Background: an optimization exercise with open tools, aiming at small area, a short achievable clock period and few clock cycles. Do not read the settings as production practice. Only simulation tests tie the RTL to the original design; equivalence was not proved.

==> module mx_lane, before the edit <==
module mx_lane (
    input  wire               clk,
    input  wire [31:0]        x,       
    input  wire [1:0]         el2,     
    input  wire signed [10:0] mk2,     
    input  wire signed [10:0] tn2,
    input  wire signed [10:0] ts2,
    input  wire [1:0]         el3,     
    input  wire [2:0]         rnd3,    
    input  wire [15:0]        u,       
    output reg  [7:0]         code,    
    output reg                f_sat    
);
    reg [31:0] p1_x;
    always @(posedge clk) p1_x <= x;
    wire        s    = p1_x[31];
    wire        inf  = p1_x[30:23] == 8'hFF;
    wire        sub  = p1_x[30:23] == 8'h00;
    wire [22:0] fm   = inf ? 23'h7F_FFFF : p1_x[22:0];
    wire [23:0] raw  = {!sub, fm};
    wire [7:0]  ee   = sub ? 8'd1 : inf ? 8'hFE : p1_x[30:23];
    reg [4:0] lz, tz;    
    integer i;
    always @(*) begin
        lz = 5'd0;
        for (i = 0; i < 23; i = i + 1)
            if (p1_x[i]) lz = i[4:0];
        tz = 5'd0;
        for (i = 23; i >= 0; i = i - 1)
            if (raw[i]) tz = i[4:0];
    end
    reg [1:0] mb2;
    always @(*) begin
        case (el2)
            2'd0:    mb2 = 2'd3;
            2'd1:    mb2 = 2'd2;
            2'd2:    mb2 = 2'd1;
            default: mb2 = 2'd0;
        endcase
    end
    wire signed [10:0] tc   = mk2 - $signed({3'd0, ee});
    wire        [4:0]  pr   = sub ? lz : 5'd23;
    wire signed [10:0] pc   = $signed({6'd0, pr}) - $signed({9'd0, mb2});
    wire               nrm  = el2 != 2'd3 && (sub ? $signed({6'd0, lz}) > ts2 : $signed({3'd0, ee}) > tn2);
    wire               far  = !nrm && tc[10:6] != 5'd0;     
    wire [5:0]         rs   = nrm ? pc[5:0] : tc[5:0];
    wire [39:0]        w    = far ? 40'd0 : {raw, 16'd0} >> rs;
    wire [5:0]         tzq  = {1'b0, tz} + 6'd16;
    wire               nz   = !sub || p1_x[22:0] != 23'd0;
    wire               stk  = nz && (far || (nrm ? pc[5:0] > tzq : tc[5:0] > tzq));
    wire signed [10:0] d    = pc - tc;
    reg        p2_s, p2_inf, p2_stk;
    reg [7:0]  p2_rq;
    reg [15:0] p2_d;
    reg [4:0]  p2_base;
    always @(posedge clk) begin
        p2_s    <= s;
        p2_inf  <= inf;
        p2_stk  <= stk;
        p2_rq   <= w[23:16];
        p2_d    <= w[15:0];
        p2_base <= nrm ? d[4:0] : 5'd0;
    end
    wire        half    = p2_d[15];
    wire        below   = (|p2_d[14:0]) | p2_stk;
    wire        inexact = half | below;
    wire [16:0] dsum    = {1'b0, p2_d} + {1'b0, u};
    reg up;
    always @(*) begin
        case (rnd3)
            3'd0: up = half & (below | p2_rq[0]);
            3'd1: up = half;
            3'd2: up = 1'b0;
            3'd3: up = inexact & ~p2_s;
            3'd4: up = inexact & p2_s;
            3'd5: up = dsum[16];
            default: up = 1'b0;
        endcase
    end
    wire       is_int = el3 == 2'd3;
    reg  [7:0] bs, sgnb;
    always @(*) begin
        case (el3)
            2'd0:    begin bs = {p2_base, 3'd0};       sgnb = {p2_s, 7'd0}; end
            2'd1:    begin bs = {1'b0, p2_base, 2'd0}; sgnb = {p2_s, 7'd0}; end
            2'd2:    begin bs = {2'b0, p2_base, 1'd0}; sgnb = {4'd0, p2_s, 3'd0}; end
            default: begin bs = 8'd0;                  sgnb = 8'd0; end
        endcase
    end
    wire       neg = is_int & p2_s;
    wire [8:0] sum = {1'b0, neg ? ~p2_rq : p2_rq} + {1'b0, bs} + {8'd0, up ^ neg};
    reg ovf;
    always @(*) begin
        case (el3)
            2'd0:    ovf = sum > 9'h07E;
            2'd1:    ovf = sum > 9'h07B;
            default: ovf = sum > 9'h007;
        endcase
    end
    wire [7:0] maxbits = (el3 == 2'd0) ? 8'h7E : (el3 == 2'd1) ? 8'h7B : 8'h07;
    always @(*) begin
        f_sat = p2_inf;
        if (is_int) begin
            if (!p2_s && up && p2_rq[6:0] == 7'h7F) begin code = 8'h7F; f_sat = 1'b1; end
            else                                          code = sum[7:0];
        end else if (ovf) begin
            code = sgnb | maxbits; f_sat = 1'b1;
        end else begin
            code = sgnb | sum[7:0];
        end
    end
endmodule
Settings: LEC_CHECK=0, CAP_MARGIN=50, CORE_MARGIN=2, CORE_UTILIZATION=40, CTS_CLUSTER_DIAMETER=120, CTS_CLUSTER_SIZE=25, SETUP_SLACK_MARGIN=1.5, SLEW_MARGIN=70; clock period 24.0 ns.
standard.sh (not shown) runs the stock make flow with config.mk's settings and CLKGATE_MAP_FILE= SYNTH_SCRIPT=/design/flow/synth_recipe.tcl, a recipe that flattens the netlist after the stock synthesis.
==> flow/flow/run.sh <==
#!/bin/bash
# The standard layout, with the port buffers made from plain buffers
# (sky130_fd_sc_hd__buf_2) instead of the delay buffers buffer_ports picks
# by default. Every input and output port still gets its own buffer.
set -e
export BUFFER_PORTS_ARGS="-buffer_cell sky130_fd_sc_hd__buf_2"
bash standard.sh > standard.log 2>&1
Testbench counts at the start, summed over its fixed seeds: cycles 96,088.
Next try:
--- a/flow/design.v
+++ b/flow/design.v
@@ -10,8 +10,23 @@
     input  wire [15:0]        u,       
     output reg  [7:0]         code,    
     output reg                f_sat    
 );
+    function gtu(input [15:0] a, input [15:0] b);
+        reg g, e;
+        integer n;
+        begin
+            g = 1'b0; e = 1'b1;
+            for (n = 15; n >= 0; n = n - 1) begin
+                g = g | (e & a[n] & ~b[n]);
+                e = e & ~(a[n] ^ b[n]);
+            end
+            gtu = g;
+        end
+    endfunction
+    function gts(input [10:0] a, input [10:0] b);
+        gts = gtu({5'd0, ~a[10], a[9:0]}, {5'd0, ~b[10], b[9:0]});
+    endfunction
     reg [31:0] p1_x;
     always @(posedge clk) p1_x <= x;
     wire        s    = p1_x[31];
     wire        inf  = p1_x[30:23] == 8'hFF;
@@ -40,15 +55,15 @@
     end
     wire signed [10:0] tc   = mk2 - $signed({3'd0, ee});
     wire        [4:0]  pr   = sub ? lz : 5'd23;
     wire signed [10:0] pc   = $signed({6'd0, pr}) - $signed({9'd0, mb2});
-    wire               nrm  = el2 != 2'd3 && (sub ? $signed({6'd0, lz}) > ts2 : $signed({3'd0, ee}) > tn2);
+    wire               nrm  = el2 != 2'd3 && (sub ? gts({6'd0, lz}, ts2) : gts({3'd0, ee}, tn2));
     wire               far  = !nrm && tc[10:6] != 5'd0;     
     wire [5:0]         rs   = nrm ? pc[5:0] : tc[5:0];
     wire [39:0]        w    = far ? 40'd0 : {raw, 16'd0} >> rs;
     wire [5:0]         tzq  = {1'b0, tz} + 6'd16;
     wire               nz   = !sub || p1_x[22:0] != 23'd0;
-    wire               stk  = nz && (far || (nrm ? pc[5:0] > tzq : tc[5:0] > tzq));
+    wire               stk  = nz && (far || (nrm ? gtu({10'd0, pc[5:0]}, {10'd0, tzq}) : gtu({10'd0, tc[5:0]}, {10'd0, tzq})));
     wire signed [10:0] d    = pc - tc;
     reg        p2_s, p2_inf, p2_stk;
     reg [7:0]  p2_rq;
     reg [15:0] p2_d;
@@ -63,18 +78,18 @@
     end
     wire        half    = p2_d[15];
     wire        below   = (|p2_d[14:0]) | p2_stk;
     wire        inexact = half | below;
-    wire [16:0] dsum    = {1'b0, p2_d} + {1'b0, u};
+    wire        dcarry  = gtu(p2_d, ~u);    
     reg up;
     always @(*) begin
         case (rnd3)
             3'd0: up = half & (below | p2_rq[0]);
             3'd1: up = half;
             3'd2: up = 1'b0;
             3'd3: up = inexact & ~p2_s;
             3'd4: up = inexact & p2_s;
-            3'd5: up = dsum[16];
+            3'd5: up = dcarry;
             default: up = 1'b0;
         endcase
     end
     wire       is_int = el3 == 2'd3;
@@ -91,11 +106,11 @@
     wire [8:0] sum = {1'b0, neg ? ~p2_rq : p2_rq} + {1'b0, bs} + {8'd0, up ^ neg};
     reg ovf;
     always @(*) begin
         case (el3)
-            2'd0:    ovf = sum > 9'h07E;
-            2'd1:    ovf = sum > 9'h07B;
-            default: ovf = sum > 9'h007;
+            2'd0:    ovf = gtu({7'd0, sum}, 16'h007E);
+            2'd1:    ovf = gtu({7'd0, sum}, 16'h007B);
+            default: ovf = gtu({7'd0, sum}, 16'h0007);
         endcase
     end
     wire [7:0] maxbits = (el3 == 2'd0) ? 8'h7E : (el3 == 2'd1) ? 8'h7B : 8'h07;
     always @(*) begin
The new run finished with timing, DRC and antenna clean.
Cell count climbs by 0.49%.
Setup slack loses 420 ps.
Area after synthesis fell by 1.6%.
Clock-buffer cell count rises by 1.
Routed wire length climbs by 3.4%.
Clock skew hardly moves.
Testbench counts after the change, summed over its fixed seeds: cycles 96,088.

[re-timing with driven ports]
In the flow no input, the clock included, has a driving cell. The finished layouts below were timed again as built, in two steps. Step 1: set_driving_cell puts a clkbuf_16 on clk and a buf_2 on each other input, an assumption about the parent block. Step 2 adds t to the input delays and takes it off the output delays; t is the mean of the earliest and latest rising clock arrival at the registers after step 1. Input paths then give back, and output paths get back, about the clock's delay inside the block. Three values: no drivers, after step 1, after step 2; two values: the first two.
| run | t (ns) | slack for setup (ns) | latest minus earliest clock arrival (ns) | cell pins on the clock port's net |
|---|---|---|---|---|
| the first run | 0.785 | 17.996 / 17.922 / 17.599 | 0.066 / 0.066 | 1 |
| the second run | 0.776 | 17.574 / 17.574 / 17.574 | 0.058 / 0.058 | 1 |
After both steps every run listed still meets setup and hold. For the first run, which loses most, drivers alone change the setup slack by -0.074 ns; drivers and shift together by -0.397 ns.
